From an optimization exercise on the open Yosys and OpenROAD flow, aimed at small area, a short achievable clock period and few clock cycles per item; shortcuts taken in it are not production practice. Only simulation tests tie the RTL to the original design; equivalence was not proved. The flow treats the clock pin as an ideal source, which a real chip does not have. Power and IR drop assume default switching activity.

==> maple <==
==> flow/design.v (excerpt) <==
module traj_eval (
    input             clk,
    input             rst,
    input             in_valid,
    output            in_ready,
    input      [63:0] t,
    input      [63:0] s,
    input      [31:0] dur,
    input      [31:0] p0,
    input      [31:0] c1,
    input      [31:0] c2,
    input      [31:0] c3,
    output reg        out_valid,
    output     [31:0] p_cmd
);
export LEC_CHECK = 0
export CAP_MARGIN = 20
export CORE_MARGIN = 2
export CORE_UTILIZATION = 50
export PLACE_DENSITY = 0.55
export SLEW_MARGIN = 20
export SYNTH_HIERARCHICAL = 1
create_clock -name core_clock -period 14.0 [get_ports {clk}]
standard.sh (not shown) runs the stock make flow with config.mk's settings and CLKGATE_MAP_FILE= SYNTH_SCRIPT=/design/flow/synth_recipe.tcl, a recipe that flattens the netlist after the stock synthesis.
==> flow/flow/run.sh <==
#!/bin/bash
# The standard layout (standard.sh), run unchanged apart from settings
# passed through the environment:
#  - SETUP_SLACK_MARGIN: repair_timing treats every path with less than
#    this many ns of slack as one to improve, so the flow works towards a
#    shorter period than the 14 ns clock without changing the constraints;
#  - BUFFER_PORTS_ARGS: every input and output port still gets its own
#    buffer, a plain buf_1 instead of the delay cell buffer_ports picks;
#  - CTS_ARGS: ORFS's clock_tree_synthesis arguments, with larger sink
#    clusters and without dummy loads (fewer clock buffers).
# Each tool's output stays in ORFS's own log files under orfs/logs.
export SETUP_SLACK_MARGIN=10.15
export BUFFER_PORTS_ARGS="-buffer_cell sky130_fd_sc_hd__buf_1"
export CTS_ARGS="-sink_clustering_enable -repair_clock_nets -dont_use_dummy_load -sink_clustering_size 24"
bash standard.sh > standard.log 2>&1
==> xenon (differences from maple) <==
==> flow/flow/run.sh (replaced) <==
#!/bin/bash
# The standard layout (standard.sh), run unchanged apart from settings
# passed through the environment:
#  - SETUP_SLACK_MARGIN: repair_timing treats every path with less than
#    this many ns of slack as one to improve, so the flow works towards a
#    shorter period than the 14 ns clock without changing the constraints;
#  - BUFFER_PORTS_ARGS: every input and output port still gets its own
#    buffer, a plain buf_2 instead of the delay cell buffer_ports picks;
#  - CTS_ARGS: ORFS's clock_tree_synthesis arguments, with larger sink
#    clusters and without dummy loads (fewer clock buffers).
# Each tool's output stays in ORFS's own log files under orfs/logs.
export SETUP_SLACK_MARGIN=10.1
export BUFFER_PORTS_ARGS="-buffer_cell sky130_fd_sc_hd__buf_2"
export CTS_ARGS="-sink_clustering_enable -repair_clock_nets -dont_use_dummy_load -sink_clustering_size 24"
bash standard.sh > standard.log 2>&1
Settings changed: CORE_UTILIZATION 50 to 40, PLACE_DENSITY 0.55 to 0.5.
==> comparison table <==
Area used by multi-input combinational logic: maple 22200 um^2; xenon 22100 um^2
Vias in the first global route: maple 30100; xenon 28700
Fill cell total of the finished layout: maple 6481; xenon 8918
Count of nets after finishing: maple 4728; xenon 4727
Achievable clock frequency: maple 256 MHz; xenon 257 MHz
CTS-repair resized insts: maple 133; xenon 115
Internal cell power: maple 5.59 mW; xenon 5.56 mW
Slowest cell on the critical path: maple dfxtp_4; xenon dfxtp_2
Switching power: maple 4.30 mW; xenon 4.13 mW
Placed cell count: maple 4730; xenon 5005
Reported leakage power: maple 16.6 nW; xenon 17.5 nW
Non-clk bufs: maple 388; xenon 384
Reg2Reg Launch Point: maple bu[8]; xenon bu[18]
Die Outline Area: maple 76700 um^2; xenon 95600 um^2
Post-route insts no fill: maple 4823; xenon 5094
All-Layer GR Usage: maple 29.8%; xenon 23.8%
Final design utilization: maple 56.2%; xenon 46.1%
Hold slack: maple 324 ps; xenon 325 ps
Post-route setup slack: maple 10100 ps; xenon 10110 ps
Largest net degree at the start of global routing: maple 85; xenon 91
Proportion of power drawn by flip-flops and latches: maple 24.8%; xenon 25.4%
Clock buffer instance count of the final layout: maple 66; xenon 69
Met2 routed wirelength: maple 57500 um; xenon 56300 um
Met3 wire length: maple 8170 um; xenon 7090 um
Run status: maple no timing/DRC/antenna violations; xenon no timing/DRC/antenna violations
Die boundary width: maple 277 um; xenon 309 um
Testbench counts of maple, summed over its fixed seeds: cycles 48,136, items 3,200.
Testbench counts of xenon, summed over its fixed seeds: cycles 48,136, items 3,200.

========
==> ember <==
Starting RTL as in the previous note.
==> flow/design.v (excerpt) <==
module traj_eval (
    input             clk,
    input             rst,
    input             in_valid,
    output            in_ready,
    input      [63:0] t,
    input      [63:0] s,
    input      [31:0] dur,
    input      [31:0] p0,
    input      [31:0] c1,
    input      [31:0] c2,
    input      [31:0] c3,
    output reg        out_valid,
    output     [31:0] p_cmd
);
clock: 14.0 ns
lec_check: 0
cap_margin: 20
core_margin: 2
core_utilization: 40
place_density: 0.5
slew_margin: 20
synth_hierarchical: 1
==> flow/flow/run.sh <==
#!/bin/bash
# The standard layout (standard.sh), run unchanged apart from two
# settings passed through the environment:
#  - SETUP_SLACK_MARGIN: repair_timing treats every path with less than
#    this many ns of slack as one to improve, so the flow works towards a
#    shorter period than the 14 ns clock without changing the constraints;
#  - BUFFER_PORTS_ARGS: every input and output port still gets its own
#    buffer, a plain buf_2 instead of the delay cell buffer_ports picks.
# Each tool's output stays in ORFS's own log files under orfs/logs.
export SETUP_SLACK_MARGIN=9.9
export BUFFER_PORTS_ARGS="-buffer_cell sky130_fd_sc_hd__buf_2"
bash standard.sh > standard.log 2>&1
==> inputs of juniper, as changes to ember <==
==> flow/flow/run.sh (replaced) <==
#!/bin/bash
# The standard layout (standard.sh), run unchanged apart from two
# settings passed through the environment:
#  - SETUP_SLACK_MARGIN: repair_timing treats every path with less than
#    this many ns of slack as one to improve, so the flow works towards a
#    shorter period than the 14 ns clock without changing the constraints;
#  - BUFFER_PORTS_ARGS: every input and output port still gets its own
#    buffer, a plain buf_1 instead of the delay cell buffer_ports picks.
# Each tool's output stays in ORFS's own log files under orfs/logs.
export SETUP_SLACK_MARGIN=10.15
export BUFFER_PORTS_ARGS="-buffer_cell sky130_fd_sc_hd__buf_1"
bash standard.sh > standard.log 2>&1
Settings changed: CORE_UTILIZATION 40 to 50, PLACE_DENSITY 0.5 to 0.55.
==> impl_metrics.ini <==
[outcome]
status = no timing/DRC/antenna violations

[sta]
finalHoldWorstSlack_ns = 0.326
rsz0062_at_grt = false
fin_ws_ns = 9.97

[grt]
use_met2_pct = 41.0

[critical_path]
worstSetupEndpoint = acc_c_n[10]
cp_num_cells = 6
cp_max_fo = 24

[detailed_routing]
vias = 28600
wl_met1_um = 47200

[power]
p_switching_w = 0.00423
p_int_w = 0.00581

[final_layout]
utilization_pct = 46.4
# the run above: ember

==> impl_metrics.ini <==
[sta]
rsz0062_at_grt = true
finalHoldWorstSlack_ns = 0.325
fin_ws_ns = 10.10

[critical_path]
worstSetupEndpoint = p_cmd[24]
cp_max_fo = 3
cp_num_cells = 1

[outcome]
status = no timing/DRC/antenna violations

[power]
p_switching_w = 0.00442

[final_layout]
layoutNonFillerInstCount = 4879
utilization_pct = 57.2

[detailed_routing]
drc = 0
vias = 29700
wl_met1_um = 45900

[logic_synthesis]
yosys_warnings = 7

[grt]
use_met2_pct = 51.4
# the run above: juniper

Testbench counts of ember, summed over its fixed seeds: cycles 48,136, items 3,200.
Testbench counts of juniper, summed over its fixed seeds: cycles 48,136, items 3,200.

-- port drivers added, routing unchanged --
The flow's constraints put no driver on any port. The routed layouts listed below were extracted and timed again, unchanged, in two steps.
Step 1 assumes that a clkbuf_16 drives the clock port and a buf_2 every other input.
Step 2 also shifts input and output timing later by t, the mid clock arrival at the registers, as if the neighbouring blocks saw the same clock.
Three values: no drivers, after step 1, after step 2; two values: the first two.
| run | t, ns | setup slack, ns | worst setup path at the end | pins driven straight from the clock port |
|---|---|---|---|---|
| maple | 0.641 | 10.098 / 10.031 / 9.916 | input to register | 1 |
| xenon | 0.666 | 10.107 / 10.039 / 9.908 | input to register | 1 |
| ember | 0.710 | 9.974 / 9.961 / 9.885 | input to register | 1 |
| juniper | 0.677 | 10.098 / 10.031 / 9.905 | input to register | 1 |
After both steps setup and hold are still met in every run listed. The setup slack of xenon, which loses most, moves by -0.068 ns with the drivers and by -0.199 ns with both steps.
